Background: an optimization exercise with open tools, aiming at small area, a short achievable clock period and few clock cycles per item. Do not read the settings as production practice. Only simulation tests tie the RTL to the original design; equivalence was not proved. Power is estimated from default activity; no workload was simulated.

### flow/config.mk
export PLATFORM = sky130hd
export DESIGN_NAME = ufe_corr
export DESIGN_NICKNAME = ufe_corr
export VERILOG_FILES = /design/flow/design.v
export SDC_FILE = /design/flow/constraint.sdc
export NUM_CORES = 4
export LEC_CHECK = 0
export CAP_MARGIN = 20
export CORE_MARGIN = 8
export CORE_UTILIZATION = 40
export PLACE_DENSITY = 0.6
export SETUP_SLACK_MARGIN = 0.4
export SLEW_MARGIN = 20
### flow/constraint.sdc
create_clock -name core_clock -period 15.0 [get_ports {clk}]
set_input_delay 3.0000 -clock core_clock [delete_from_list [all_inputs] [get_ports {clk}]]
set_output_delay 3.0000 -clock core_clock [all_outputs]
set_load 0.01 [all_outputs]
### flow/run.sh
#!/bin/bash
# synth_recipe.tcl (not shown) runs the flow's synth.tcl, then flattens the netlist and writes it again
# the make line also repeats each setting of config.mk as NAME=value (left out here)
make -C /OpenROAD-flow-scripts/flow DESIGN_CONFIG=/design/flow/config.mk WORK_HOME=/design/flow/orfs CLKGATE_MAP_FILE= SYNTH_SCRIPT=/design/flow/synth_recipe.tcl finish
### flow/design.v
module ufe_corr (
    input  wire               clk,
    input  wire               rst,           
    input  wire               in_valid,
    output wire               in_ready,
    input  wire signed [11:0] in_dn,
    input  wire signed [11:0] in_up,
    input  wire        [4:0]  cfg_lag_max,   
    input  wire        [14:0] cfg_peak_min,  
    output reg                done,
    output reg         [1:0]  pair_code,     
    output reg  signed [31:0] dt,
    output reg         [14:0] peak
);
    localparam CODE_OK      = 2'd0;
    localparam CODE_LOWCORR = 2'd2;
    localparam CODE_EDGE    = 2'd3;
    localparam ST_IDLE = 2'd0;               
    localparam ST_RUN  = 2'd1;               
    localparam ST_SCAN = 2'd2;               
    reg        [1:0]  st;
    reg               in_rdy;
    reg               x_v;                   
    reg        [5:0]  x_k;                   
    reg signed [11:0] x_dn, x_up;
    reg        [3:0]  c;                     
    reg        [3:0]  sl;                    
    reg        [4:0]  hx;                    
    reg        [4:0]  L;                     
    reg        [14:0] pmin;
    reg        [6:0]  kin;                   
    reg               lastw;                 
    reg               wv;                    
    reg        [5:0]  tc;                    
    reg        [4:0]  ss;                    
    assign in_ready = in_rdy;
    wire xfer = in_valid & in_rdy & ~rst;
    wire [4:0] L_new = (cfg_lag_max == 5'd0) ? 5'd1 :
                       (cfg_lag_max > 5'd16) ? 5'd16 : cfg_lag_max;
    wire [4:0] c_new5 = (L_new < 5'd4) ? 5'd3 : ((L_new + 5'd3) >> 1);
    wire [3:0] c_new = c_new5[3:0];
    wire [3:0] ce  = c - 4'd1;
    wire       bnd = (sl == ce);             
    wire       scan = (st == ST_SCAN);
    always @(posedge clk) begin
        x_v  <= xfer;
        x_dn <= in_dn;
        x_up <= in_up;
        if (rst) begin
            st     <= ST_IDLE;
            in_rdy <= 1'b1;
            lastw  <= 1'b0;
            wv     <= 1'b0;
        end else begin
            if (sl == 4'd0) begin
                sl <= ce;
                hx <= {c, 1'b0} - 5'd1;
            end else begin
                sl <= sl - 4'd1;
                hx <= hx - 5'd1;
            end
            case (st)
            ST_IDLE: begin
                in_rdy <= 1'b1;
                if (xfer) begin
                    st     <= ST_RUN;
                    c      <= c_new;
                    sl     <= c_new - 4'd1;
                    hx     <= {c_new, 1'b0} - 5'd1;
                    L      <= L_new;
                    pmin   <= cfg_peak_min;
                    kin    <= 7'd1;
                    x_k    <= 6'd0;
                    in_rdy <= 1'b0;
                end
            end
            ST_RUN: begin
                if (xfer) begin
                    kin <= kin + 7'd1;
                    x_k <= kin[5:0];
                end
                in_rdy <= (sl == 4'd1) && (kin != 7'd64);
                if (bnd) begin
                    wv    <= x_v;
                    tc    <= x_k;
                    lastw <= x_v && (x_k == 6'd63);
                    if (lastw) begin
                        st <= ST_SCAN;
                        ss <= {c, 1'b0} - 5'd2;
                    end
                end
            end
            default: begin                   
                wv <= 1'b0;
                ss <= ss - 5'd1;
                if (ss == 5'd0)
                    st <= ST_IDLE;
            end
            endcase
        end
    end
    reg signed [11:0] hd [0:16];
    reg signed [11:0] hu [0:16];
    integer h;
    always @(posedge clk) begin
        if (st == ST_RUN && bnd && x_v) begin
            hd[0] <= x_dn;
            hu[0] <= x_up;
            for (h = 1; h <= 16; h = h + 1) begin
                hd[h] <= hd[h-1];
                hu[h] <= hu[h-1];
            end
        end
    end
    wire g_lo = wv & ({2'b00, sl} <= tc);
    wire g_hi = wv & ({1'b0, hx} <= tc);
    wire [4:0] hxi = (hx > 5'd16) ? 5'd16 : hx;
    reg signed [11:0] o_u, o_d;              
    reg signed [11:0] o_alo, o_ahi, o_blo, o_bhi;
    reg               o_rs;
    always @(posedge clk) begin
        o_u   <= hu[0];
        o_d   <= hd[0];
        o_alo <= g_lo ? hd[sl] : 12'sd0;
        o_blo <= g_lo ? hu[sl] : 12'sd0;
        o_ahi <= bnd ? (wv ? hu[0] : 12'sd0) : (g_hi ? hd[hxi] : 12'sd0);
        o_bhi <= bnd ? (wv ? hd[0] : 12'sd0) : (g_hi ? hu[hxi] : 12'sd0);
        o_rs  <= wv & (tc == 6'd0);
    end
    localparam [29:0] PK = 30'd1065357312;
    wire [24:0] s_alo, c_alo, s_ahi, c_ahi, s_blo, c_blo, s_bhi, c_bhi;
    ufe_mul u_alo (.y(o_u), .x(o_alo), .os(s_alo), .oc(c_alo));
    ufe_mul u_ahi (.y(o_u), .x(o_ahi), .os(s_ahi), .oc(c_ahi));
    ufe_mul u_blo (.y(o_d), .x(o_blo), .os(s_blo), .oc(c_blo));
    ufe_mul u_bhi (.y(o_d), .x(o_bhi), .os(s_bhi), .oc(c_bhi));
    reg [24:0] ms_alo, mc_alo, ms_ahi, mc_ahi, ms_blo, mc_blo, ms_bhi, mc_bhi;
    reg        m_rs;
    always @(posedge clk) begin
        ms_alo <= s_alo; mc_alo <= c_alo;
        ms_ahi <= s_ahi; mc_ahi <= c_ahi;
        ms_blo <= s_blo; mc_blo <= c_blo;
        ms_bhi <= s_bhi; mc_bhi <= c_bhi;
        m_rs   <= o_rs;
    end
    reg [29:0] ral [0:8];
    reg [28:0] rah [0:8];
    reg [28:0] rbl [0:8];
    reg [28:0] rbh [0:8];
    wire [29:0] tal = ral[ce];
    wire [28:0] tah = rah[ce];
    wire [28:0] tbl = rbl[ce];
    wire [28:0] tbh = rbh[ce];
    integer r;
    always @(posedge clk) begin
        ral[0] <= tal;
        rah[0] <= tah;
        rbl[0] <= tbl;
        rbh[0] <= tbh;
        ral[1] <= ral[0];
        rah[1] <= rah[0];
        rbl[1] <= rbl[0];
        rbh[1] <= rbh[0];
        ral[2] <= (m_rs ? 30'd0 : ral[1]) + {5'd0, ms_alo} + {5'd0, mc_alo} + PK;
        rah[2] <= (m_rs ? 29'd0 : rah[1]) + {4'd0, ms_ahi} + {4'd0, mc_ahi} + PK[28:0];
        rbl[2] <= (m_rs ? 29'd0 : rbl[1]) + {4'd0, ms_blo} + {4'd0, mc_blo} + PK[28:0];
        rbh[2] <= (m_rs ? 29'd0 : rbh[1]) + {4'd0, ms_bhi} + {4'd0, mc_bhi} + PK[28:0];
        for (r = 3; r <= 8; r = r + 1) begin
            ral[r] <= ral[r-1];
            rah[r] <= rah[r-1];
            rbl[r] <= rbl[r-1];
            rbh[r] <= rbh[r-1];
        end
    end
    reg signed [29:0] va, vb;                
    reg        [4:0]  vs;                    
    reg               v_ok, v_first, v_last;
    reg signed [29:0] best_c, cm, cp, pa, pb;
    reg signed [5:0]  best_d;
    reg        [28:0] e_dn;
    reg               scan_fin;
    wire from_hi = (ss >= {1'b0, c});
    always @(posedge clk) begin
        va      <= from_hi ? {tbh[28], tbh} : {tbl[28], tbl};
        vb      <= from_hi ? {tah[28], tah} : tal;
        vs      <= ss;
        v_ok    <= scan & (ss <= L) & ~rst;
        v_first <= (ss == L);
        v_last  <= scan & (ss == 5'd0) & ~rst;
        scan_fin <= v_last & ~rst;
    end
    wire       b_gt_a  = (vb > va);
    wire       a_ge    = (va >= best_c);
    wire       b_ge    = (vb >= best_c);
    wire       pick_b  = (vs == 5'd0) | b_gt_a;
    wire       win     = v_first | (pick_b ? b_ge : a_ge);
    wire [4:0] best_abs = best_d[5] ? -best_d[4:0] : best_d[4:0];
    always @(posedge clk) begin
        if (v_ok) begin
            if (win) begin
                best_c <= pick_b ? vb : va;
                best_d <= pick_b ? {1'b0, vs} : -{1'b0, vs};
                if (vs == 5'd0) begin
                    cm <= pa;
                    cp <= pb;
                end else if (pick_b)
                    cp <= pb;
                else
                    cm <= pa;
            end else if (best_abs == vs + 5'd1) begin
                if (!best_d[5])
                    cm <= vb;
                else
                    cp <= (vs == 5'd0) ? vb : va;
            end
        end
        pa <= va;
        pb <= vb;
    end
    reg        g_on;
    reg  [4:0] g_n;
    reg [57:0] g_p;
    wire [29:0] g_sum = {1'b0, g_p[57:29]} + (g_p[0] ? {1'b0, e_dn} : 30'd0);
    always @(posedge clk) begin
        if (rst)
            g_on <= 1'b0;
        else if (scan && ss == {1'b0, ce}) begin
            g_on <= 1'b1;
            g_n  <= 5'd0;
            e_dn <= tbh;
            g_p  <= {29'd0, tah};
        end else if (g_on) begin
            g_p <= {g_sum, g_p[28:1]};
            g_n <= g_n + 5'd1;
            if (g_n == 5'd28)
                g_on <= 1'b0;
        end
    end
    reg        p_on;
    reg  [1:0] p_ph;
    reg  [5:0] p_n;
    reg [57:0] x;
    reg [31:0] t_den;
    reg        t_neg, t_dz, t_ge, t_gt;
    reg  [1:0] q_b;
    reg [15:0] root;
    reg [17:0] srem;
    reg        q_pz, q_edge;
    reg [14:0] q_pmin;
    wire signed [30:0] t_num  = {cp[29], cp} - {cm[29], cm};
    wire signed [31:0] t_den0 = {{2{best_c[29]}}, best_c} + {{2{best_c[29]}}, best_c}
                               - {{2{cm[29]}}, cm} - {{2{cp[29]}}, cp};
    wire        [33:0] t_dif  = {x[32:0], 1'b0} - {2'b00, t_den};
    wire               t_bit  = ~t_dif[33] & ~t_dz;
    wire        [15:0] t_q    = x[48:33];
    wire               t_agr  = (best_d == 6'sd0) | (t_neg == best_d[5]);
    wire        [16:0] t_f    = t_agr ? ({1'b0, t_q} + {16'd0, t_ge})
                                      : -({1'b0, t_q} + {16'd0, t_gt});
    wire        [31:0] t_mag  = {11'd0, best_abs, 16'd0} + {{15{x[16]}}, x[16:0]};
    wire               t_sgn  = (best_d == 6'sd0) ? t_neg : best_d[5];
    wire [29:0] c_sum  = {1'b0, x[57:29]} + (x[0] ? {1'b0, best_c[28:0]} : 30'd0);
    wire [58:0] q_diff = {1'b0, x} - {2'b00, g_p[56:0]};
    wire        q_bit  = ~q_diff[58];
    wire [57:0] q_rn   = q_bit ? q_diff[57:0] : x;
    wire [19:0] s_rem2 = {srem, q_b};
    wire [19:0] s_dif  = s_rem2 - {2'b00, root, 2'b01};
    wire        s_bit  = ~s_dif[19];
    wire [14:0] pk_val = q_pz ? 15'd0 : (root[15] ? 15'h7FFF : root[14:0]);
    always @(posedge clk) begin
        done <= 1'b0;
        if (rst) begin
            p_on <= 1'b0;
        end else if (scan_fin) begin
            p_on   <= 1'b1;
            p_ph   <= 2'd0;
            p_n    <= 6'd0;
            x      <= {{27{t_num[30]}}, t_num};
            t_den  <= {t_den0[30:0], 1'b0};
            t_dz   <= (t_den0 == 32'sd0);
            q_pz   <= (best_c <= 0);
            q_edge <= (best_abs == L);
            q_pmin <= pmin;
        end else if (p_on) begin
            p_n <= p_n + 6'd1;
            case (p_ph)
            2'd0: begin
                if (p_n == 6'd0) begin
                    t_neg   <= x[30];
                    x[48:0] <= x[30] ? {16'd0, -x[32:0]} : {16'd0, x[32:0]};
                end else if (p_n <= 6'd16) begin
                    x[32:0]  <= t_bit ? t_dif[32:0] : {x[31:0], 1'b0};
                    x[48:33] <= {x[47:33], t_bit};
                end else if (p_n == 6'd17) begin
                    t_ge <= t_bit;
                    t_gt <= t_bit & (t_dif[32:0] != 33'd0);
                end else if (p_n == 6'd18) begin
                    x[16:0] <= t_f;
                end else if (p_n == 6'd19) begin
                    dt <= t_mag;
                end else begin
                    if (t_sgn)
                        dt <= -dt;
                    p_ph <= 2'd1;
                    p_n  <= 6'd0;
                    x    <= {29'd0, best_c[28:0]};
                end
            end
            2'd1: begin
                x <= {c_sum, x[28:1]};
                if (p_n == 6'd28) begin
                    p_ph <= 2'd2;
                    p_n  <= 6'd0;
                    q_b  <= 2'd0;
                    root <= 16'd0;
                    srem <= 18'd0;
                end
            end
            default: begin
                if (p_n <= 6'd30) begin
                    x   <= {q_rn[56:0], 1'b0};
                    q_b <= {q_b[0], q_bit};
                end
                if (p_n[0] && p_n <= 6'd31) begin
                    srem <= s_bit ? s_dif[17:0] : s_rem2[17:0];
                    root <= {root[14:0], s_bit};
                end
                if (p_n == 6'd32) begin
                    p_on      <= 1'b0;
                    done      <= 1'b1;
                    peak      <= pk_val;
                    pair_code <= q_edge ? CODE_EDGE :
                                 (pk_val < q_pmin) ? CODE_LOWCORR : CODE_OK;
                    if (q_edge || pk_val < q_pmin)
                        dt <= 32'sd0;
                end
            end
            endcase
        end
    end
endmodule
module ufe_mul (
  input  wire [11:0] y,
  input  wire [11:0] x,
  output wire [24:0] os, oc
);
  wire t1 = x[0] & y[0];
  wire t2 = x[0] & y[1];
  wire t3 = x[0] & y[2];
  wire t4 = x[0] & y[3];
  wire t5 = x[0] & y[4];
  wire t6 = x[0] & y[5];
  wire t7 = x[0] & y[6];
  wire t8 = x[0] & y[7];
  wire t9 = x[0] & y[8];
  wire t10 = x[0] & y[9];
  wire t11 = x[0] & y[10];
  wire t12 = ~(x[0] & y[11]);
  wire t13 = x[1] & y[0];
  wire t14 = x[1] & y[1];
  wire t15 = x[1] & y[2];
  wire t16 = x[1] & y[3];
  wire t17 = x[1] & y[4];
  wire t18 = x[1] & y[5];
  wire t19 = x[1] & y[6];
  wire t20 = x[1] & y[7];
  wire t21 = x[1] & y[8];
  wire t22 = x[1] & y[9];
  wire t23 = x[1] & y[10];
  wire t24 = ~(x[1] & y[11]);
  wire t25 = x[2] & y[0];
  wire t26 = x[2] & y[1];
  wire t27 = x[2] & y[2];
  wire t28 = x[2] & y[3];
  wire t29 = x[2] & y[4];
  wire t30 = x[2] & y[5];
  wire t31 = x[2] & y[6];
  wire t32 = x[2] & y[7];
  wire t33 = x[2] & y[8];
  wire t34 = x[2] & y[9];
  wire t35 = x[2] & y[10];
  wire t36 = ~(x[2] & y[11]);
  wire t37 = x[3] & y[0];
  wire t38 = x[3] & y[1];
  wire t39 = x[3] & y[2];
  wire t40 = x[3] & y[3];
  wire t41 = x[3] & y[4];
  wire t42 = x[3] & y[5];
  wire t43 = x[3] & y[6];
  wire t44 = x[3] & y[7];
  wire t45 = x[3] & y[8];
  wire t46 = x[3] & y[9];
  wire t47 = x[3] & y[10];
  wire t48 = ~(x[3] & y[11]);
  wire t49 = x[4] & y[0];
  wire t50 = x[4] & y[1];
  wire t51 = x[4] & y[2];
  wire t52 = x[4] & y[3];
  wire t53 = x[4] & y[4];
  wire t54 = x[4] & y[5];
  wire t55 = x[4] & y[6];
  wire t56 = x[4] & y[7];
  wire t57 = x[4] & y[8];
  wire t58 = x[4] & y[9];
  wire t59 = x[4] & y[10];
  wire t60 = ~(x[4] & y[11]);
  wire t61 = x[5] & y[0];
  wire t62 = x[5] & y[1];
  wire t63 = x[5] & y[2];
  wire t64 = x[5] & y[3];
  wire t65 = x[5] & y[4];
  wire t66 = x[5] & y[5];
  wire t67 = x[5] & y[6];
  wire t68 = x[5] & y[7];
  wire t69 = x[5] & y[8];
  wire t70 = x[5] & y[9];
  wire t71 = x[5] & y[10];
  wire t72 = ~(x[5] & y[11]);
  wire t73 = x[6] & y[0];
  wire t74 = x[6] & y[1];
  wire t75 = x[6] & y[2];
  wire t76 = x[6] & y[3];
  wire t77 = x[6] & y[4];
  wire t78 = x[6] & y[5];
  wire t79 = x[6] & y[6];
  wire t80 = x[6] & y[7];
  wire t81 = x[6] & y[8];
  wire t82 = x[6] & y[9];
  wire t83 = x[6] & y[10];
  wire t84 = ~(x[6] & y[11]);
  wire t85 = x[7] & y[0];
  wire t86 = x[7] & y[1];
  wire t87 = x[7] & y[2];
  wire t88 = x[7] & y[3];
  wire t89 = x[7] & y[4];
  wire t90 = x[7] & y[5];
  wire t91 = x[7] & y[6];
  wire t92 = x[7] & y[7];
  wire t93 = x[7] & y[8];
  wire t94 = x[7] & y[9];
  wire t95 = x[7] & y[10];
  wire t96 = ~(x[7] & y[11]);
  wire t97 = x[8] & y[0];
  wire t98 = x[8] & y[1];
  wire t99 = x[8] & y[2];
  wire t100 = x[8] & y[3];
  wire t101 = x[8] & y[4];
  wire t102 = x[8] & y[5];
  wire t103 = x[8] & y[6];
  wire t104 = x[8] & y[7];
  wire t105 = x[8] & y[8];
  wire t106 = x[8] & y[9];
  wire t107 = x[8] & y[10];
  wire t108 = ~(x[8] & y[11]);
  wire t109 = x[9] & y[0];
  wire t110 = x[9] & y[1];
  wire t111 = x[9] & y[2];
  wire t112 = x[9] & y[3];
  wire t113 = x[9] & y[4];
  wire t114 = x[9] & y[5];
  wire t115 = x[9] & y[6];
  wire t116 = x[9] & y[7];
  wire t117 = x[9] & y[8];
  wire t118 = x[9] & y[9];
  wire t119 = x[9] & y[10];
  wire t120 = ~(x[9] & y[11]);
  wire t121 = x[10] & y[0];
  wire t122 = x[10] & y[1];
  wire t123 = x[10] & y[2];
  wire t124 = x[10] & y[3];
  wire t125 = x[10] & y[4];
  wire t126 = x[10] & y[5];
  wire t127 = x[10] & y[6];
  wire t128 = x[10] & y[7];
  wire t129 = x[10] & y[8];
  wire t130 = x[10] & y[9];
  wire t131 = x[10] & y[10];
  wire t132 = ~(x[10] & y[11]);
  wire t133 = ~(x[11] & y[0]);
  wire t134 = ~(x[11] & y[1]);
  wire t135 = ~(x[11] & y[2]);
  wire t136 = ~(x[11] & y[3]);
  wire t137 = ~(x[11] & y[4]);
  wire t138 = ~(x[11] & y[5]);
  wire t139 = ~(x[11] & y[6]);
  wire t140 = ~(x[11] & y[7]);
  wire t141 = ~(x[11] & y[8]);
  wire t142 = ~(x[11] & y[9]);
  wire t143 = ~(x[11] & y[10]);
  wire t144 = x[11] & y[11];
  wire t145 = t10 ^ t21;
  wire t146 = t10 & t21;
  wire t147 = t11 ^ t22 ^ t33;
  wire t148 = (t11 & t22) | (t11 & t33) | (t22 & t33);
  wire t149 = t44 ^ t55;
  wire t150 = t44 & t55;
  wire t151 = t12 ^ t23 ^ t34;
  wire t152 = (t12 & t23) | (t12 & t34) | (t23 & t34);
  wire t153 = t45 ^ t56 ^ t67;
  wire t154 = (t45 & t56) | (t45 & t67) | (t56 & t67);
  wire t155 = t78 ^ t89;
  wire t156 = t78 & t89;
  wire t157 = t24 ^ t35 ^ t46;
  wire t158 = (t24 & t35) | (t24 & t46) | (t35 & t46);
  wire t159 = t57 ^ t68 ^ t79;
  wire t160 = (t57 & t68) | (t57 & t79) | (t68 & t79);
  wire t161 = t90 ^ t101;
  wire t162 = t90 & t101;
  wire t163 = t36 ^ t47 ^ t58;
  wire t164 = (t36 & t47) | (t36 & t58) | (t47 & t58);
  wire t165 = t69 ^ t80 ^ t91;
  wire t166 = (t69 & t80) | (t69 & t91) | (t80 & t91);
  wire t167 = t48 ^ t59 ^ t70;
  wire t168 = (t48 & t59) | (t48 & t70) | (t59 & t70);
  wire t169 = t7 ^ t18;
  wire t170 = t7 & t18;
  wire t171 = t8 ^ t19 ^ t30;
  wire t172 = (t8 & t19) | (t8 & t30) | (t19 & t30);
  wire t173 = t41 ^ t52;
  wire t174 = t41 & t52;
  wire t175 = t9 ^ t20 ^ t31;
  wire t176 = (t9 & t20) | (t9 & t31) | (t20 & t31);
  wire t177 = t42 ^ t53 ^ t64;
  wire t178 = (t42 & t53) | (t42 & t64) | (t53 & t64);
  wire t179 = t75 ^ t86;
  wire t180 = t75 & t86;
  wire t181 = t32 ^ t43 ^ t54;
  wire t182 = (t32 & t43) | (t32 & t54) | (t43 & t54);
  wire t183 = t65 ^ t76 ^ t87;
  wire t184 = (t65 & t76) | (t65 & t87) | (t76 & t87);
  wire t185 = t98 ^ t109 ^ t145;
  wire t186 = (t98 & t109) | (t98 & t145) | (t109 & t145);
  wire t187 = t66 ^ t77 ^ t88;
  wire t188 = (t66 & t77) | (t66 & t88) | (t77 & t88);
  wire t189 = t99 ^ t110 ^ t121;
  wire t190 = (t99 & t110) | (t99 & t121) | (t110 & t121);
  wire t191 = t147 ^ t149 ^ t146;
  wire t192 = (t147 & t149) | (t147 & t146) | (t149 & t146);
  wire t193 = t100 ^ t111 ^ t122;
  wire t194 = (t100 & t111) | (t100 & t122) | (t111 & t122);
  wire t195 = t133 ^ t151 ^ t153;
  wire t196 = (t133 & t151) | (t133 & t153) | (t151 & t153);
  wire t197 = t155 ^ t148 ^ t150;
  wire t198 = (t155 & t148) | (t155 & t150) | (t148 & t150);
  wire t199 = t112 ^ t123 ^ t134;
  wire t200 = (t112 & t123) | (t112 & t134) | (t123 & t134);
  wire t201 = t157 ^ t159 ^ t161;
  wire t202 = (t157 & t159) | (t157 & t161) | (t159 & t161);
  wire t203 = t152 ^ t154 ^ t156;
  wire t204 = (t152 & t154) | (t152 & t156) | (t154 & t156);
  wire t205 = t102 ^ t113 ^ t124;
  wire t206 = (t102 & t113) | (t102 & t124) | (t113 & t124);
  wire t207 = t135 ^ t163 ^ t165;
  wire t208 = (t135 & t163) | (t135 & t165) | (t163 & t165);
  wire t209 = t158 ^ t160 ^ t162;
  wire t210 = (t158 & t160) | (t158 & t162) | (t160 & t162);
  wire t211 = t81 ^ t92 ^ t103;
  wire t212 = (t81 & t92) | (t81 & t103) | (t92 & t103);
  wire t213 = t114 ^ t125 ^ t136;
  wire t214 = (t114 & t125) | (t114 & t136) | (t125 & t136);
  wire t215 = t167 ^ t164 ^ t166;
  wire t216 = (t167 & t164) | (t167 & t166) | (t164 & t166);
  wire t217 = t60 ^ t71 ^ t82;
  wire t218 = (t60 & t71) | (t60 & t82) | (t71 & t82);
  wire t219 = t93 ^ t104 ^ t115;
  wire t220 = (t93 & t104) | (t93 & t115) | (t104 & t115);
  wire t221 = t126 ^ t137 ^ t168;
  wire t222 = (t126 & t137) | (t126 & t168) | (t137 & t168);
  wire t223 = t72 ^ t83 ^ t94;
  wire t224 = (t72 & t83) | (t72 & t94) | (t83 & t94);
  wire t225 = t105 ^ t116 ^ t127;
  wire t226 = (t105 & t116) | (t105 & t127) | (t116 & t127);
  wire t227 = t84 ^ t95 ^ t106;
  wire t228 = (t84 & t95) | (t84 & t106) | (t95 & t106);
  wire t229 = t5 ^ t16;
  wire t230 = t5 & t16;
  wire t231 = t6 ^ t17 ^ t28;
  wire t232 = (t6 & t17) | (t6 & t28) | (t17 & t28);
  wire t233 = t39 ^ t50;
  wire t234 = t39 & t50;
  wire t235 = t29 ^ t40 ^ t51;
  wire t236 = (t29 & t40) | (t29 & t51) | (t40 & t51);
  wire t237 = t62 ^ t73 ^ t169;
  wire t238 = (t62 & t73) | (t62 & t169) | (t73 & t169);
  wire t239 = t63 ^ t74 ^ t85;
  wire t240 = (t63 & t74) | (t63 & t85) | (t74 & t85);
  wire t241 = t171 ^ t173 ^ t170;
  wire t242 = (t171 & t173) | (t171 & t170) | (t173 & t170);
  wire t243 = t97 ^ t175 ^ t177;
  wire t244 = (t97 & t175) | (t97 & t177) | (t175 & t177);
  wire t245 = t179 ^ t172 ^ t174;
  wire t246 = (t179 & t172) | (t179 & t174) | (t172 & t174);
  wire t247 = t181 ^ t183 ^ t185;
  wire t248 = (t181 & t183) | (t181 & t185) | (t183 & t185);
  wire t249 = t176 ^ t178 ^ t180;
  wire t250 = (t176 & t178) | (t176 & t180) | (t178 & t180);
  wire t251 = t187 ^ t189 ^ t191;
  wire t252 = (t187 & t189) | (t187 & t191) | (t189 & t191);
  wire t253 = t182 ^ t184 ^ t186;
  wire t254 = (t182 & t184) | (t182 & t186) | (t184 & t186);
  wire t255 = t193 ^ t195 ^ t197;
  wire t256 = (t193 & t195) | (t193 & t197) | (t195 & t197);
  wire t257 = t188 ^ t190 ^ t192;
  wire t258 = (t188 & t190) | (t188 & t192) | (t190 & t192);
  wire t259 = t199 ^ t201 ^ t203;
  wire t260 = (t199 & t201) | (t199 & t203) | (t201 & t203);
  wire t261 = t194 ^ t196 ^ t198;
  wire t262 = (t194 & t196) | (t194 & t198) | (t196 & t198);
  wire t263 = t205 ^ t207 ^ t209;
  wire t264 = (t205 & t207) | (t205 & t209) | (t207 & t209);
  wire t265 = t200 ^ t202 ^ t204;
  wire t266 = (t200 & t202) | (t200 & t204) | (t202 & t204);
  wire t267 = t211 ^ t213 ^ t215;
  wire t268 = (t211 & t213) | (t211 & t215) | (t213 & t215);
  wire t269 = t206 ^ t208 ^ t210;
  wire t270 = (t206 & t208) | (t206 & t210) | (t208 & t210);
  wire t271 = t217 ^ t219 ^ t221;
  wire t272 = (t217 & t219) | (t217 & t221) | (t219 & t221);
  wire t273 = t212 ^ t214 ^ t216;
  wire t274 = (t212 & t214) | (t212 & t216) | (t214 & t216);
  wire t275 = t138 ^ t223 ^ t225;
  wire t276 = (t138 & t223) | (t138 & t225) | (t223 & t225);
  wire t277 = t218 ^ t220 ^ t222;
  wire t278 = (t218 & t220) | (t218 & t222) | (t220 & t222);
  wire t279 = t117 ^ t128 ^ t139;
  wire t280 = (t117 & t128) | (t117 & t139) | (t128 & t139);
  wire t281 = t227 ^ t224 ^ t226;
  wire t282 = (t227 & t224) | (t227 & t226) | (t224 & t226);
  wire t283 = t96 ^ t107 ^ t118;
  wire t284 = (t96 & t107) | (t96 & t118) | (t107 & t118);
  wire t285 = t129 ^ t140 ^ t228;
  wire t286 = (t129 & t140) | (t129 & t228) | (t140 & t228);
  wire t287 = t108 ^ t119 ^ t130;
  wire t288 = (t108 & t119) | (t108 & t130) | (t119 & t130);
  wire t289 = t4 ^ t15;
  wire t290 = t4 & t15;
  wire t291 = t27 ^ t38 ^ t49;
  wire t292 = (t27 & t38) | (t27 & t49) | (t38 & t49);
  wire t293 = t61 ^ t231 ^ t233;
  wire t294 = (t61 & t231) | (t61 & t233) | (t231 & t233);
  wire t295 = t235 ^ t237 ^ t232;
  wire t296 = (t235 & t237) | (t235 & t232) | (t237 & t232);
  wire t297 = t239 ^ t241 ^ t236;
  wire t298 = (t239 & t241) | (t239 & t236) | (t241 & t236);
  wire t299 = t243 ^ t245 ^ t240;
  wire t300 = (t243 & t245) | (t243 & t240) | (t245 & t240);
  wire t301 = t247 ^ t249 ^ t244;
  wire t302 = (t247 & t249) | (t247 & t244) | (t249 & t244);
  wire t303 = t251 ^ t253 ^ t248;
  wire t304 = (t251 & t253) | (t251 & t248) | (t253 & t248);
  wire t305 = t255 ^ t257 ^ t252;
  wire t306 = (t255 & t257) | (t255 & t252) | (t257 & t252);
  wire t307 = t259 ^ t261 ^ t256;
  wire t308 = (t259 & t261) | (t259 & t256) | (t261 & t256);
  wire t309 = t263 ^ t265 ^ t260;
  wire t310 = (t263 & t265) | (t263 & t260) | (t265 & t260);
  wire t311 = t267 ^ t269 ^ t264;
  wire t312 = (t267 & t269) | (t267 & t264) | (t269 & t264);
  wire t313 = t271 ^ t273 ^ t268;
  wire t314 = (t271 & t273) | (t271 & t268) | (t273 & t268);
  wire t315 = t275 ^ t277 ^ t272;
  wire t316 = (t275 & t277) | (t275 & t272) | (t277 & t272);
  wire t317 = t279 ^ t281 ^ t276;
  wire t318 = (t279 & t281) | (t279 & t276) | (t281 & t276);
  wire t319 = t283 ^ t285 ^ t280;
  wire t320 = (t283 & t285) | (t283 & t280) | (t285 & t280);
  wire t321 = t141 ^ t287 ^ t284;
  wire t322 = (t141 & t287) | (t141 & t284) | (t287 & t284);
  wire t323 = t120 ^ t131 ^ t142;
  wire t324 = (t120 & t131) | (t120 & t142) | (t131 & t142);
  wire t325 = t3 ^ t14;
  wire t326 = t3 & t14;
  wire t327 = t26 ^ t37 ^ t289;
  wire t328 = (t26 & t37) | (t26 & t289) | (t37 & t289);
  wire t329 = t229 ^ t291 ^ t290;
  wire t330 = (t229 & t291) | (t229 & t290) | (t291 & t290);
  wire t331 = t230 ^ t293 ^ t292;
  wire t332 = (t230 & t293) | (t230 & t292) | (t293 & t292);
  wire t333 = t234 ^ t295 ^ t294;
  wire t334 = (t234 & t295) | (t234 & t294) | (t295 & t294);
  wire t335 = t238 ^ t297 ^ t296;
  wire t336 = (t238 & t297) | (t238 & t296) | (t297 & t296);
  wire t337 = t242 ^ t299 ^ t298;
  wire t338 = (t242 & t299) | (t242 & t298) | (t299 & t298);
  wire t339 = t246 ^ t301 ^ t300;
  wire t340 = (t246 & t301) | (t246 & t300) | (t301 & t300);
  wire t341 = t250 ^ t303 ^ t302;
  wire t342 = (t250 & t303) | (t250 & t302) | (t303 & t302);
  wire t343 = t254 ^ t305 ^ t304;
  wire t344 = (t254 & t305) | (t254 & t304) | (t305 & t304);
  wire t345 = t258 ^ t307 ^ t306;
  wire t346 = (t258 & t307) | (t258 & t306) | (t307 & t306);
  wire t347 = t262 ^ t309 ^ t308;
  wire t348 = (t262 & t309) | (t262 & t308) | (t309 & t308);
  wire t349 = t266 ^ t311 ^ t310;
  wire t350 = (t266 & t311) | (t266 & t310) | (t311 & t310);
  wire t351 = t270 ^ t313 ^ t312;
  wire t352 = (t270 & t313) | (t270 & t312) | (t313 & t312);
  wire t353 = t274 ^ t315 ^ t314;
  wire t354 = (t274 & t315) | (t274 & t314) | (t315 & t314);
  wire t355 = t278 ^ t317 ^ t316;
  wire t356 = (t278 & t317) | (t278 & t316) | (t317 & t316);
  wire t357 = t282 ^ t319 ^ t318;
  wire t358 = (t282 & t319) | (t282 & t318) | (t319 & t318);
  wire t359 = t286 ^ t321 ^ t320;
  wire t360 = (t286 & t321) | (t286 & t320) | (t321 & t320);
  wire t361 = t288 ^ t323 ^ t322;
  wire t362 = (t288 & t323) | (t288 & t322) | (t323 & t322);
  wire t363 = t132 ^ t143 ^ t324;
  wire t364 = (t132 & t143) | (t132 & t324) | (t143 & t324);
  wire [24:0] r0 = {1'b0, 1'b0, t144, t363, t361, t359, t357, t355, t353, t351, t349, t347, t345, t343, t341, t339, t337, t335, t333, t331, t329, t327, t25, t2, t1};
  wire [24:0] r1 = {1'b0, 1'b0, t364, t362, t360, t358, t356, t354, t352, t350, t348, t346, t344, t342, t340, t338, t336, t334, t332, t330, t328, t326, t325, t13, 1'b0};
  assign os = r0;
  assign oc = r1;
endmodule
==> impl_metrics.csv, run 1 <==
group,metric,value,unit
outcome,outcome,"complete, no violations",
finish,multiInputGateArea,0.0537,sq mm
floorplan,floorplan.initialDensity,40.2,%
power_and_ir_drop,power-per-cell-area,143,mW/mm^2
yosys,synthesis.yosys.warnings,7,
clocking,postcts_setup_bufs,0,
clocking,master_cell_of_the_clock_root_buffer,"sky130_fd_sc_hd__clkbuf_16",
clocking,holdBufCountCts,0,
min_path,holdCritStartpoint,"ral[7][8]$_DFF_P_",
placed_design,place_congestion,0.970,
floorplan,core-area,0.282,sq mm
power_and_ir_drop,pwr-share-comb,18.4,%
power_and_ir_drop,power_switching_share,29.1,%
clocking,worst_setup_hold_path_clk_slew,0.06,ns
clocking,post_cts_resize_count,0,
power_and_ir_drop,sequentialPowerShare,48.9,%
critical_path,worstSetupStartpoint,"c[0]$_DFFE_PP_",
drt,vias,80000,
floorplan,io_pins,98,
yosys,synth_async_sr_flop_share,0,%
yosys,synth.cell_area,0.113,sq mm
drt,route.detailed.drc,0,
sta,worst_slew_pin_slew,1.16,ns
yosys,synth_most_common_cell,"sky130_fd_sc_hd__dfxtp_1",
finish,share_of_layout_cells_above_drive_strength_1,6.62,%
clocking,cts_sinks,2323,
grt,total_grt_overflow,0,
drt,dr.first_iter.drc_count,7921,
finish,fillerInstances,25900,
finish,final_net_count,11500,
finish,area_growth,11.4,%
grt,grt.total_usage,21.7,%
critical_path,crit_path_end_kind,"flip-flop",
power_and_ir_drop,power_leakage,51.0,nW
placed_design,dp.final_hpwl,234,mm
placed_design,placedInstanceArea,0.118,sq mm
critical_path,crit_path_arrival_time,7.05,ns
yosys,synth-seq-area-share,48.6,%
floorplan,fp.dieW,548,um
drt,drtPass1Iterations,6,
yosys,synth-edff-count,856,
clocking,cts_buffers,237,
power_and_ir_drop,power_frac_clock,32.7,%
critical_path,timing.critical_path.buf_inv,5,
sta,finalHoldViolCount,0,
critical_path,crit_path_cell_trace,"inv_1 -> ha_1 -> xnor2_1 -> xnor2_1 -> nor4_2 -> and3_4 -> buf_4 -> buf_12 -> buf_16 -> buf_4",
yosys,syn-mean-instance-area,11.1,sq um
min_path,hold_class,"reg2reg",
flow_run,max-cap-violations,0,
grt,grt_antenna_before_repair,15,
power_and_ir_drop,design_power_total,18.0,mW
yosys,syn_inst,10200,
yosys,ys_top_cells_by_count,"sky130_fd_sc_hd__dfxtp_1 (1467), sky130_fd_sc_hd__edfxtp_1 (856), sky130_fd_sc_hd__inv_1 (812)",
drt,antenna_left,0,
floorplan,die_area,0.301,sq mm
grt,grt_first_pass_wirelength,509,mm
yosys,netlist-cell-type-count,81,
clocking,tritoncts,"yes",
sta,period_needed,6.57,ns
yosys,ys_top_cells_by_area,"sky130_fd_sc_hd__dfxtp_1 (26%), sky130_fd_sc_hd__edfxtp_1 (23%), sky130_fd_sc_hd__fa_1 (9.3%)",
sta,setup_violations,0,
critical_path,worst-path-max-fanout,114,
power_and_ir_drop,p_int,12.8,mW
power_and_ir_drop,vdd_ir_drop_max,0.107,mV
sta,slew_headroom,22.5,%
grt,grt_max_degree,210,
finish,final_core_utilization,44.8,%
drt,routedWlPerCell,23.9,um
sta,grt_setup_unrepaired,"no",
sta,final.hold.worst_slack,0.311,ns
grt,via_count_of_the_first_global_routing_pass,80800,
critical_path,critical-path-slowest-cell,"sky130_fd_sc_hd__buf_4",
drt,detail_route.wirelength,337,mm
floorplan,floorplan.rows,195,
sta,final-max-slew-violation-count,0,
sta,setup_total_negative_slack,0,ns
drt,detail_route.vias_per_cell,5.66,
floorplan,dieHeight,548,um
clocking,ctsLongestPathBuffers,4,
sta,fin_crit_sh,43.8,%
critical_path,worst_path_largest_cell_delay,0.90,ns
yosys,synthDominantCellAreaShare,25.9,%
critical_path,cp.required,15.48,ns
yosys,synth.largest_area_cell,"sky130_fd_sc_hd__dfxtp_1",
power_and_ir_drop,p_switching,5.24,mW
finish,final_design_area_no_fill,0.126,sq mm
critical_path,timing.critical_path.from_type,"flip-flop",
critical_path,critical_path_s_top_delay_family,"buffers and inverters",
yosys,synth.net_count,11500,
sta,fin_worst_skew,0.0683,ns
clocking,worst_skew_pair.late_latency,0.90,ns
clocking,clock_tree.htree_level_count,4,
finish,ff_latch_area,0.0551,sq mm
critical_path,critical_path_class,"reg2reg",
yosys,synth_flop_cell,"sky130_fd_sc_hd__dfxtp_1",
sta,clock.fmax,0.152,GHz
placed_design,buffer_ports.inserted,97,
critical_path,worst_reg2reg_path_startpoint,"c[0]$_DFFE_PP_",
yosys,synth-seq-cells,2323,
## metal layers
layer  wire (um)  part of all wire, %  track usage [%]
met3       25900                  7.7             3.93
met2      148000                   44             34.0
met1      147000                   43             29.6
met5          26               0.0077                0
met4       16800                  5.0             9.32
## state kept, by name, summed over array words and instances, names as in the netlist, 30 cells and up
signal,flops
rbh,261
cm,30
ral,270
hd,204
dt,32
pb,30
hu,204
x,58
vb,30
g_p,58
rbl,261
t_den,31
rah,261
best_c,30
cp,30
## final timing paths
path,end,slack [ns],depth (start not counted)
max,hu[0][11]$_DFFE_PP_,8.43,10
min,ral[8][8]$_DFF_P_,0.31,0
min reg2reg,ral[8][8]$_DFF_P_,0.31,0
max reg2reg,hu[0][11]$_DFFE_PP_,8.43,10
## stage by stage
stage / worst slack, ns / cells
6_report: 8.43 / 14100
5_1_grt: 8.03 / 14100
4_1_cts: 8.65 / 14100
3_5_place_dp: 8.12 / 13700
3_3_place_gp: 8.28 / 13700
2_1_floorplan: 2.82 / 10200
## power groups by stage
stage	clock, mW	sequential (mW)	combinational [mW]
floorplan	0	8.56	2.37
global placement	0	8.82	3.21
detailed placement	0	8.89	3.26
CTS	5.99	8.78	3.29
global route	6.25	8.93	3.68
finish	5.88	8.80	3.31
## cell families (layout without fill, tap and decap cells)
family,after synthesis,in the layout,synth area share (%)
multiplexers,158,158,1.50
buffers and inverters,1290,1462,4.27
AND/OR/NAND/NOR,2469,2469,10.8
AO/OA/AOI/OAI,2311,2311,14.5
other,0,6,0
adder cells (fa/ha/maj),1231,1231,17.1
flip-flops,2323,2323,48.6
XOR/XNOR,424,424,3.28
## layout by cell type (no fill, tap or decap), types with 45 or more instances in the layout
master	synthesis	routed
sky130_fd_sc_hd__o21ai_0	326	325
sky130_fd_sc_hd__a31oi_1	160	158
sky130_fd_sc_hd__nand2_1	622	620
sky130_fd_sc_hd__nor2b_1	143	142
sky130_fd_sc_hd__edfxtp_1	856	856
sky130_fd_sc_hd__nand2b_1	87	87
sky130_fd_sc_hd__and2_1	448	437
sky130_fd_sc_hd__fa_1	524	524
sky130_fd_sc_hd__clkdlybuf4s50_1	0	97
sky130_fd_sc_hd__a221oi_1	359	359
sky130_fd_sc_hd__a22o_1	333	333
sky130_fd_sc_hd__nor2_1	595	575
sky130_fd_sc_hd__nor3_1	107	101
sky130_fd_sc_hd__o21a_1	50	50
sky130_fd_sc_hd__a21o_1	154	154
sky130_fd_sc_hd__buf_4	0	110
sky130_fd_sc_hd__clkbuf_16	0	249
sky130_fd_sc_hd__nand3_1	149	149
sky130_fd_sc_hd__mux2i_1	62	62
sky130_fd_sc_hd__dfxtp_1	1467	1465
sky130_fd_sc_hd__ha_1	707	706
sky130_fd_sc_hd__a21oi_1	399	398
sky130_fd_sc_hd__xor2_1	140	140
sky130_fd_sc_hd__o21bai_1	45	45
sky130_fd_sc_hd__nand4_1	95	95
sky130_fd_sc_hd__a22oi_1	191	191
sky130_fd_sc_hd__clkbuf_1	430	56
sky130_fd_sc_hd__inv_1	812	811
sky130_fd_sc_hd__xnor2_1	284	282
sky130_fd_sc_hd__mux2_2	96	96
## worst reg2reg max path: stages, from the launching register on
cell and delay (ns):
sky130_fd_sc_hd__edfxtp_1 0.54, sky130_fd_sc_hd__inv_1 0.14, sky130_fd_sc_hd__ha_1 0.26, sky130_fd_sc_hd__xnor2_1 0.42
sky130_fd_sc_hd__xnor2_1 0.14, sky130_fd_sc_hd__nor4_2 0.81, sky130_fd_sc_hd__and3_4 0.72, sky130_fd_sc_hd__buf_4 0.97
sky130_fd_sc_hd__buf_12 0.59, sky130_fd_sc_hd__buf_16 0.47, sky130_fd_sc_hd__buf_4 1.07
## cell type report
| class | instances | share of cell area [%] |
|---|---|---|
| well taps | 3743 | 3.71 |
| clock inverters | 91 | 0.659 |
| diodes | 6 | 0.0119 |
| repair buffers | 215 | 1.56 |
| inverters | 813 | 2.42 |
| flip-flops and latches | 2323 | 43.6 |
| clock buffers | 343 | 5.50 |
| multi-input cells | 6593 | 42.5 |
Testbench counts, summed over its fixed seeds: cycles 48,390, items 128.
==> run 2, diff against run 1 <==
--- a/flow/design.v
+++ b/flow/design.v
@@ -105,3 +105,3 @@
     always @(posedge clk) begin
-        if (st == ST_RUN && bnd && x_v) begin
+        if (x_v) begin                       
             hd[0] <= x_dn;
@@ -136,3 +136,2 @@
     reg [24:0] ms_alo, mc_alo, ms_ahi, mc_ahi, ms_blo, mc_blo, ms_bhi, mc_bhi;
-    reg        m_rs;
     always @(posedge clk) begin
@@ -142,3 +141,2 @@
         ms_bhi <= s_bhi; mc_bhi <= c_bhi;
-        m_rs   <= o_rs;
     end
@@ -158,10 +156,10 @@
         rbh[0] <= tbh;
-        ral[1] <= ral[0];
-        rah[1] <= rah[0];
-        rbl[1] <= rbl[0];
-        rbh[1] <= rbh[0];
-        ral[2] <= (m_rs ? 30'd0 : ral[1]) + {5'd0, ms_alo} + {5'd0, mc_alo} + PK;
-        rah[2] <= (m_rs ? 29'd0 : rah[1]) + {4'd0, ms_ahi} + {4'd0, mc_ahi} + PK[28:0];
-        rbl[2] <= (m_rs ? 29'd0 : rbl[1]) + {4'd0, ms_blo} + {4'd0, mc_blo} + PK[28:0];
-        rbh[2] <= (m_rs ? 29'd0 : rbh[1]) + {4'd0, ms_bhi} + {4'd0, mc_bhi} + PK[28:0];
+        ral[1] <= o_rs ? 30'd0 : ral[0];
+        rah[1] <= o_rs ? 29'd0 : rah[0];
+        rbl[1] <= o_rs ? 29'd0 : rbl[0];
+        rbh[1] <= o_rs ? 29'd0 : rbh[0];
+        ral[2] <= ral[1] + {5'd0, ms_alo} + {5'd0, mc_alo} + PK;
+        rah[2] <= rah[1] + {4'd0, ms_ahi} + {4'd0, mc_ahi} + PK[28:0];
+        rbl[2] <= rbl[1] + {4'd0, ms_blo} + {4'd0, mc_blo} + PK[28:0];
+        rbh[2] <= rbh[1] + {4'd0, ms_bhi} + {4'd0, mc_bhi} + PK[28:0];
         for (r = 3; r <= 8; r = r + 1) begin
@@ -222,2 +220,3 @@
     wire [29:0] g_sum = {1'b0, g_p[57:29]} + (g_p[0] ? {1'b0, e_dn} : 30'd0);
+    wire g_start = scan & (ss == {1'b0, ce});
     always @(posedge clk) begin
@@ -225,4 +224,9 @@
             g_on <= 1'b0;
-        else if (scan && ss == {1'b0, ce}) begin
+        else if (g_start)
             g_on <= 1'b1;
+        else if (g_n == 5'd28)
+            g_on <= 1'b0;
+    end
+    always @(posedge clk) begin
+        if (g_start) begin
             g_n  <= 5'd0;
@@ -233,4 +237,2 @@
             g_n <= g_n + 5'd1;
-            if (g_n == 5'd28)
-                g_on <= 1'b0;
         end
@@ -267,8 +269,14 @@
     wire [14:0] pk_val = q_pz ? 15'd0 : (root[15] ? 15'h7FFF : root[14:0]);
+    wire p_fin = p_on & (p_ph == 2'd2) & (p_n == 6'd32);
     always @(posedge clk) begin
-        done <= 1'b0;
-        if (rst) begin
+        done <= p_fin & ~rst;
+        if (rst)
             p_on <= 1'b0;
-        end else if (scan_fin) begin
-            p_on   <= 1'b1;
+        else if (scan_fin)
+            p_on <= 1'b1;
+        else if (p_fin)
+            p_on <= 1'b0;
+    end
+    always @(posedge clk) begin
+        if (scan_fin) begin
             p_ph   <= 2'd0;
@@ -277,3 +285,2 @@
             t_den  <= {t_den0[30:0], 1'b0};
-            t_dz   <= (t_den0 == 32'sd0);
             q_pz   <= (best_c <= 0);
@@ -281,3 +288,3 @@
             q_pmin <= pmin;
-        end else if (p_on) begin
+        end else begin
             p_n <= p_n + 6'd1;
@@ -287,2 +294,3 @@
                     t_neg   <= x[30];
+                    t_dz    <= (t_den == 32'd0);
                     x[48:0] <= x[30] ? {16'd0, -x[32:0]} : {16'd0, x[32:0]};
@@ -293,3 +301,3 @@
                     t_ge <= t_bit;
-                    t_gt <= t_bit & (t_dif[32:0] != 33'd0);
+                    t_gt <= t_bit & ({x[32:0], 1'b0} != {2'b00, t_den});
                 end else if (p_n == 6'd18) begin
@@ -316,3 +324,3 @@
             end
-            default: begin
+            2'd2: begin
                 if (p_n <= 6'd30) begin
@@ -326,4 +334,3 @@
                 if (p_n == 6'd32) begin
-                    p_on      <= 1'b0;
-                    done      <= 1'b1;
+                    p_ph      <= 2'd3;
                     peak      <= pk_val;
@@ -335,2 +342,3 @@
             end
+            default: p_n <= p_n;             
             endcase
--- a/flow/config.mk
+++ b/flow/config.mk
@@ -7,6 +7,7 @@
 export LEC_CHECK = 0
+export ABC_AREA = 1
 export CAP_MARGIN = 20
 export CORE_MARGIN = 8
-export CORE_UTILIZATION = 40
-export PLACE_DENSITY = 0.6
+export CORE_UTILIZATION = 55
+export PLACE_DENSITY = 0.65
 export SETUP_SLACK_MARGIN = 0.4
==> run 2 against run 1 <==
Sequential share of layout area fell by 2.4 points. Area after synthesis rose by 6.2%. Count of clock-buffer cells in the layout fell by 33. Via count rose by 21%. Combinational power rose to 2.7 times the previous value. Critical path depth fell by 9. Critical endpoint is now in_ready. Largest power group unchanged.
==> impl_metrics.csv, run 2 <==
group,metric,value,unit
outcome,outcome,"complete, no violations",
yosys,synth.net_count,15000,
floorplan,dieHeight,484,um
finish,finish.cell_count_without_fillers,16900,
sta,worst_slew_pin_slew,1.18,ns
finish,area_growth,10.0,%
yosys,synth.cell_area,0.120,sq mm
grt,grt_antenna_before_repair,26,
yosys,synth_most_common_cell,"sky130_fd_sc_hd__nand2_1",
power_and_ir_drop,power_leakage,62.0,nW
yosys,synthDominantCellAreaShare,25.1,%
yosys,ys_top_cells_by_area,"sky130_fd_sc_hd__dfxtp_1 (25%), sky130_fd_sc_hd__edfxtp_1 (20%), sky130_fd_sc_hd__nand2_1 (10%)",
sta,setup_violations,0,
clocking,tritoncts,"yes",
clocking,holdBufCountCts,0,
drt,detail_route.wirelength,408,mm
critical_path,worst-path-max-fanout,3,
drt,detail_route.vias_per_cell,5.76,
critical_path,critical_path_s_top_delay_family,"buffers and inverters",
grt,via_count_of_the_first_global_routing_pass,96700,
finish,layout.cells.most_common,"sky130_fd_sc_hd__nand2_1",
finish,fillerInstances,18700,
clocking,post_cts_resize_count,0,
flow_run,max-cap-violations,0,
grt,grt.total_usage,33.8,%
floorplan,io_pins,98,
placed_design,place_inst,16400,
yosys,synth-seq-area-share,45.4,%
floorplan,floorplan.rows,171,
drt,dr.first_iter.drc_count,9829,
finish,share_of_layout_cells_above_drive_strength_1,4.55,%
min_path,holdCritStartpoint,"ral[3][26]$_DFF_P_",
critical_path,crit_path_end_kind,"output port",
floorplan,die_area,0.234,sq mm
clocking,clock_tree.htree_level_count,4,
sta,period_needed,5.18,ns
min_path,holdPathEnd,"ral[4][26]$_DFF_P_",
critical_path,crit_path_arrival_time,2.18,ns
yosys,syn-mean-instance-area,8.76,sq um
critical_path,worstSetupStartpoint,"in_rdy$_SDFFE_PP1P_",
critical_path,critical-path-slowest-cell,"sky130_fd_sc_hd__clkdlybuf4s50_1",
placed_design,place_congestion,1.00,
placed_design,buffer_ports.inserted,97,
critical_path,timing.critical_path.buf_inv,1,
sta,fin_crit_sh,34.5,%
placed_design,dp.final_hpwl,303,mm
yosys,synth-edff-count,814,
yosys,synthesis.yosys.warnings,7,
min_path,cell_count_of_the_worst_hold_path,0,
drt,antenna_left,0,
finish,ff_latch_area,0.0546,sq mm
critical_path,worst_path_largest_cell_delay,0.90,ns
clocking,worst_skew_pair.late_latency,0.92,ns
floorplan,fp.dieW,484,um
floorplan,floorplan.initialDensity,55.4,%
yosys,synth-seq-cells,2322,
min_path,hold_class,"reg2reg",
yosys,synth_async_sr_flop_share,0,%
clocking,worst_setup_hold_path_clk_slew,0.07,ns
sta,final-max-slew-violation-count,0,
clocking,master_cell_of_the_clock_root_buffer,"sky130_fd_sc_hd__clkbuf_16",
grt,grt_max_degree,181,
drt,routedWlPerCell,24.2,um
critical_path,cp.required,12.00,ns
sta,clock.fmax,0.193,GHz
finish,multiInputGateArea,0.0554,sq mm
power_and_ir_drop,vdd_ir_drop_max,0.139,mV
floorplan,core-area,0.217,sq mm
clocking,ctsLongestPathBuffers,3,
finish,final_net_count,15100,
critical_path,crit_path_cell_trace,"clkdlybuf4s50_1",
critical_path,critical_path_depth,1,
finish,largest_register_ffs,270,
sta,fin_worst_skew,0.0847,ns
critical_path,setup.reg_to_reg.worst_slack,10.07,ns
yosys,ys_top_cells_by_count,"sky130_fd_sc_hd__nand2_1 (3254), sky130_fd_sc_hd__inv_1 (2262), sky130_fd_sc_hd__dfxtp_1 (1508)",
sta,grt_setup_unrepaired,"no",
finish,layout.cells.most_common_list,"sky130_fd_sc_hd__nand2_1 (3252), sky130_fd_sc_hd__inv_1 (2259), sky130_fd_sc_hd__dfxtp_1 (1502)",
power_and_ir_drop,power-per-cell-area,190,mW/mm^2
grt,grt_first_pass_wirelength,606,mm
yosys,netlist-cell-type-count,76,
critical_path,critical_path_class,"reg2out",
clocking,cts_buffers,233,
sta,slew_headroom,21.0,%
finish,top_register,"ral",
yosys,syn_inst,13700,
clocking,postcts_setup_bufs,0,
drt,drtPass1Iterations,7,
yosys,synth.largest_area_cell,"sky130_fd_sc_hd__dfxtp_1",
finish,final_core_utilization,60.9,%
sta,finalHoldViolCount,0,
critical_path,worstRegToRegCells,19,
grt,total_grt_overflow,0,
drt,vias,97100,
clocking,cts_sinks,2322,
sta,setup_total_negative_slack,0,ns
critical_path,timing.critical_path.from_type,"flip-flop",
yosys,synth_flop_cell,"sky130_fd_sc_hd__dfxtp_1",
critical_path,worst_reg2reg_path_startpoint,"x[0]$_DFFE_PP_",
drt,route.detailed.drc,0,
critical_path,rr_endpoint,"x[42]$_DFFE_PP_",
run 2: cell types whose count changed in the layout (fill, tap and decap cells not counted), sizes merged, moves of 303 or more:
cell	delta
inv	+1466
nand3	+335
nor2	+303
nand2	+2647
o21ai	+388
and2	-448
run 2: worst max-delay path by stage:
| stage | endpoint | slack, ns |
|---|---|---|
| after floorplan | hd[0][0]$_DFFE_PP_ | 4.93 |
| after global placement | sl[1]$_DFFE_PN_ | 9.02 |
| after detailed placement | hx[2]$_DFFE_PN_ | 8.92 |
| after CTS | in_ready | 9.74 |
| after global routing | sl[1]$_DFFE_PN_ | 9.61 |
| final | in_ready | 9.82 |
run 2: logic make-up after synthesis:
group | after synthesis | share of synthesized area, %
AOI/OAI and AO/OA | 2157 | 10.7
buffers and inverters | 2705 | 8.67
adders and majority gates | 1231 | 16.1
and+or+nand+nor | 5025 | 17.0
DFF | 2322 | 45.4
xor gates and xnor gates | 289 | 2.10
run 2: metal layers:
layer	vias to the layer above	part of all wire, %	GRT usage (%)
li1	44700	-	-
met1	46900	41	44.1
met2	4491	45	53.9
met3	1000	8.6	6.44
met4	12	5.8	17.0
met5	-	0.020	0
run 2: area by class of cell:
type,count,area share [%]
antenna,17,0.0321
clock buffer,310,5.02
clock inverter,135,1.12
inverter,2294,6.51
multi-input combinational,8702,41.8
sequential,2322,41.3
tap,2854,2.70
timing repair buffer,227,1.51
run 2: report_power, final:
part / switching (mW) / internal [mW] / leakage [nW] / total (mW)
Combinational: 6.08 / 2.90 / 37.9 / 8.98
Clock: 2.66 / 3.41 / 3.99 / 6.07
Sequential: 1.53 / 8.61 / 20.1 / 10.1
run 2: worst reg2reg max path: cells and delay by family (launching register included):
kind / cells / cell delay [ns]
AND/OR/NAND/NOR: 12 / 1.98
AO/OA/AOI/OAI: 2 / 0.39
adder cells (fa/ha/maj): 2 / 0.68
flip-flops: 1 / 0.33
buffers and inverters: 3 / 1.29
run 2: through the flow:
| stage | area [sq um] | power (mW) | hold slack (ns) | setup slack (ns) |
|---|---|---|---|---|
| after CTS | 132000 | 25.0 | 0.281 | 9.74 |
| after global routing | 132000 | 26.6 | 0.293 | 9.61 |
| after detailed placement | 124000 | 18.9 | 0.335 | 8.92 |
| after floorplan | 120000 | 15.5 | 0.331 | 4.93 |
| final | 132000 | 25.2 | 0.290 | 9.82 |
| after global placement | 124000 | 18.8 | 0.331 | 9.02 |
Testbench counts of run 2, summed over its fixed seeds: cycles 48,390, items 128.
==> run 3, diff against run 2 <==
--- a/flow/config.mk
+++ b/flow/config.mk
@@ -7,7 +7,6 @@
 export LEC_CHECK = 0
-export ABC_AREA = 1
 export CAP_MARGIN = 20
 export CORE_MARGIN = 8
-export CORE_UTILIZATION = 55
-export PLACE_DENSITY = 0.65
+export CORE_UTILIZATION = 40
+export PLACE_DENSITY = 0.6
 export SETUP_SLACK_MARGIN = 0.4
==> run 3 against run 2 <==
Still clean. Register-to-register slack lost 0.77 ns. Worst setup slack lost 0.52 ns. Count of clock-buffer cells in the layout up 30. Sequential cell count did not move. Total power is 7.6% lower. Routed wire length decreased by 15%. Critical path depth is 14 higher. Maximum frequency fell by 9.2%. Combinational power fell by 17%. Largest cell class unchanged. Largest power group unchanged.
==> impl_metrics.csv, run 3 <==
group,metric,value,unit
outcome,outcome,"complete, no violations",
clocking,cts_sinks,2322,
floorplan,die_area,0.303,sq mm
sta,finalHoldViolCount,0,
floorplan,floorplan.rows,196,
sta,clock.fmax,0.175,GHz
grt,total_grt_overflow,0,
critical_path,worst_path_most_repeated_cell,"sky130_fd_sc_hd__buf_4",
drt,antenna_left,0,
drt,vias,81500,
critical_path,timing.critical_path.from_type,"flip-flop",
critical_path,crit_path_cell_trace,"inv_1 -> ha_1 -> nor3b_1 -> ha_2 -> buf_4 -> or4b_2 -> a21oi_1 -> o21ai_0 -> o21ai_4 -> buf_4 -> o21ai_0 -> a31o_2 -> nand2_2 -> buf_4 -> o221a_2",
grt,grt.total_usage,22.2,%
clocking,holdBufCountCts,0,
finish,final_net_count,11600,
sta,final-max-slew-violation-count,0,
drt,detail_route.vias_per_cell,5.71,
power_and_ir_drop,p_int,15.1,mW
power_and_ir_drop,power_frac_clock,26.5,%
grt,grt_max_degree,188,
power_and_ir_drop,vdd_ir_drop_max,0.126,mV
drt,dr.first_iter.drc_count,7864,
floorplan,floorplan.initialDensity,40.1,%
finish,final_core_utilization,44.8,%
critical_path,critical_path_class,"reg2reg",
sta,setup_violations,0,
finish,fillerInstances,26200,
yosys,ys_top_cells_by_count,"sky130_fd_sc_hd__dfxtp_1 (1508), sky130_fd_sc_hd__edfxtp_1 (814), sky130_fd_sc_hd__inv_1 (794)",
power_and_ir_drop,p_switching,8.21,mW
finish,finish.cell_count_without_fillers,14300,
clocking,cts_buffers,239,
clocking,ctsLongestPathBuffers,4,
sta,setup_total_negative_slack,0,ns
yosys,ys_top_cells_by_area,"sky130_fd_sc_hd__dfxtp_1 (26%), sky130_fd_sc_hd__edfxtp_1 (21%), sky130_fd_sc_hd__fa_1 (9.2%)",
clocking,worst_setup_hold_path_clk_slew,0.07,ns
finish,share_of_layout_cells_above_drive_strength_1,7.35,%
clocking,tritoncts,"yes",
yosys,synth.net_count,11600,
placed_design,place_congestion,0.954,
placed_design,buffer_ports.inserted,97,
flow_run,max-cap-violations,0,
critical_path,worstSetupStartpoint,"vs[0]$_DFF_P_",
drt,route.detailed.drc,0,
power_and_ir_drop,pwr-share-comb,32.1,%
yosys,synth_flop_cell,"sky130_fd_sc_hd__dfxtp_1",
finish,area_growth,11.6,%
sta,fin_crit_sh,38.0,%
yosys,synth.largest_area_cell,"sky130_fd_sc_hd__dfxtp_1",
placed_design,place_worst_setup_slack,9.07,ns
sta,slew_headroom,9.82,%
critical_path,critical-path-slowest-cell,"sky130_fd_sc_hd__o221a_2",
power_and_ir_drop,sequentialPowerShare,41.4,%
power_and_ir_drop,power_switching_share,35.3,%
sta,period_needed,5.70,ns
drt,routedWlPerCell,24.4,um
critical_path,crit_path_arrival_time,6.17,ns
min_path,holdCritStartpoint,"rbh[7][21]$_DFF_P_",
finish,largest_register_ffs,270,
critical_path,worst_path_largest_cell_delay,0.94,ns
clocking,worst_skew_pair.late_latency,0.90,ns
clocking,master_cell_of_the_clock_root_buffer,"sky130_fd_sc_hd__clkbuf_16",
drt,detail_route.wirelength,348,mm
grt,grt_antenna_before_repair,9,
yosys,synth-seq-area-share,47.9,%
min_path,hold_class,"reg2reg",
floorplan,dieHeight,550,um
clocking,post_cts_resize_count,0,
power_and_ir_drop,power_leakage,51.4,nW
critical_path,worst_reg2reg_path_startpoint,"vs[0]$_DFF_P_",
floorplan,io_pins,98,
sta,worst_slew_pin_slew,1.35,ns
yosys,synth.cell_area,0.114,sq mm
yosys,synth_async_sr_flop_share,0,%
yosys,synth-seq-cells,2322,
grt,grt_first_pass_wirelength,519,mm
floorplan,fp.dieW,550,um
yosys,syn_inst,10400,
sta,worst_slack,9.30,ns
grt,via_count_of_the_first_global_routing_pass,81600,
sta,fin_worst_skew,0.0887,ns
power_and_ir_drop,power-per-cell-area,183,mW/mm^2
yosys,netlist-cell-type-count,89,
finish,layout.cells.most_common,"sky130_fd_sc_hd__dfxtp_1",
placed_design,place_inst,13800,
yosys,synth-edff-count,814,
critical_path,crit_path_end_kind,"flip-flop",
critical_path,cp.required,15.47,ns
yosys,synthDominantCellAreaShare,26.4,%
clocking,postcts_setup_bufs,0,
clocking,clock_tree.htree_level_count,4,
yosys,synth_most_common_cell,"sky130_fd_sc_hd__dfxtp_1",
critical_path,worst-path-max-fanout,63,
finish,layout.cells.most_common_list,"sky130_fd_sc_hd__dfxtp_1 (1502), sky130_fd_sc_hd__edfxtp_1 (814), sky130_fd_sc_hd__inv_1 (794)",
yosys,synthesis.yosys.warnings,7,
floorplan,core-area,0.284,sq mm
finish,top_register,"ral",
placed_design,dp.final_hpwl,246,mm
sta,grt_setup_unrepaired,"no",
yosys,syn-mean-instance-area,11.0,sq um
drt,drtPass1Iterations,6,
==> run 3: cell types whose count changed in the layout (fill, tap and decap cells not counted), moves of 129 or more <==
cell                       before  now
sky130_fd_sc_hd__and2_1         1  450
sky130_fd_sc_hd__o21ai_0      659  351
sky130_fd_sc_hd__mux2_2         0  154
sky130_fd_sc_hd__nor2_1       876  550
sky130_fd_sc_hd__a21oi_1      690  465
sky130_fd_sc_hd__inv_1       2259  794
sky130_fd_sc_hd__a22o_1        52  289
sky130_fd_sc_hd__nand3_1      478  103
sky130_fd_sc_hd__a221oi_1     192  345
sky130_fd_sc_hd__a22oi_1       28  157
sky130_fd_sc_hd__nor2b_1        0  185
sky130_fd_sc_hd__xnor2_1      117  276
sky130_fd_sc_hd__nand2_1     3252  655
==> run 3: metal layers <==
| layer | GRT usage, % | wire (um) |
|---|---|---|
| met1 | 30.0 | 151000 |
| met2 | 35.5 | 156000 |
| met3 | 3.40 | 24500 |
| met4 | 9.20 | 16600 |
| met5 | 0 | 13 |
==> run 3: per-stage QoR <==
stage	total power, mW	hold slack (ns)	cell area [sq um]
finish	23.3	0.307	127000
global route	24.5	0.313	127000
CTS	23.3	0.305	127000
detailed placement	17.0	0.336	119000
global placement	16.9	0.332	119000
floorplan	14.5	0.331	114000
==> run 3: layout make-up <==
| cell class | count | area (sq um) | share of cell area (%) |
|---|---|---|---|
| Antenna cell | 3 | 7.51 | 0.00590 |
| Tap cell | 3762 | 4710 | 3.70 |
| Inverter | 796 | 2990 | 2.35 |
| Clock buffer | 340 | 6950 | 5.46 |
| Multi-Input combinational cell | 6741 | 54900 | 43.1 |
| Timing Repair Buffer | 215 | 1920 | 1.51 |
| Sequential cell | 2322 | 54600 | 42.9 |
| Clock inverter | 98 | 1220 | 0.958 |
==> run 3: cell families after synthesis <==
family | share of synthesized area, %
buffers and inverters | 4.28
xor gates and xnor gates | 3.24
muxes | 2.24
DFF | 47.9
AOI/OAI and AO/OA | 14.7
adders and majority gates | 16.9
and+or+nand+nor | 10.8
==> run 3: worst paths after layout <==
| path | end | slack, ns | cells after the start |
|---|---|---|---|
| setup / recovery | cm[13]$_DFFE_PP_ | 9.30 | 15 |
| hold / removal | rbh[8][21]$_DFF_P_ | 0.31 | 0 |
| setup reg to reg | cm[13]$_DFFE_PP_ | 9.30 | 15 |
| hold reg to reg | rbh[8][21]$_DFF_P_ | 0.31 | 0 |
==> run 3: worst max-delay path: cells and delay by family (launching register included) <==
kind | cells | cell delay [ns]
AOI/OAI and AO/OA | 6 | 1.87
adders and majority gates | 2 | 0.38
buffers and inverters | 4 | 1.52
and+or+nand+nor | 3 | 0.93
DFF | 1 | 0.46
==> run 3: power groups by stage <==
stage               sequential, mW  clock, mW  combinational [mW]
floorplan                     9.22          0                5.25
global placement              9.63          0                7.23
detailed placement            9.70          0                7.33
CTS                           9.60       6.27                7.39
global route                  9.79       6.51                8.14
finish                        9.64       6.17                7.48

re-timing with driven ports:
In the flow no input, the clock included, has a driving cell. The finished layouts below were timed again as built, in two steps.
Step 1 (the two cells are an assumption about what drives the block):
set clk [get_ports {clk}]
set_driving_cell -lib_cell sky130_fd_sc_hd__clkbuf_16 $clk
set_driving_cell -lib_cell sky130_fd_sc_hd__buf_2 [delete_from_list [all_inputs] $clk]
Step 2 moves the port delays by t, midway between the first and last clock arrival at a register: inputs arrive t later, outputs are due t later. That takes back most of the time a late clock gives input paths.
Slacks: ideal ports / drivers / drivers and shift; pairs: ideal ports / drivers.
| run | t (ns) | setup slack, ns | worst setup path at the end |
|---|---|---|---|
| run 1 | 0.959 | 8.430 / 8.430 / 8.130 | input to register |
| run 2 | 0.969 | 9.825 / 9.738 / 8.931 | input to register |
| run 3 | 0.958 | 9.300 / 9.300 / 9.300 | register to register |
After both steps setup and hold are still met in every run listed. The setup slack of run 2, which loses most, moves by -0.087 ns with the drivers and by -0.894 ns with both steps.
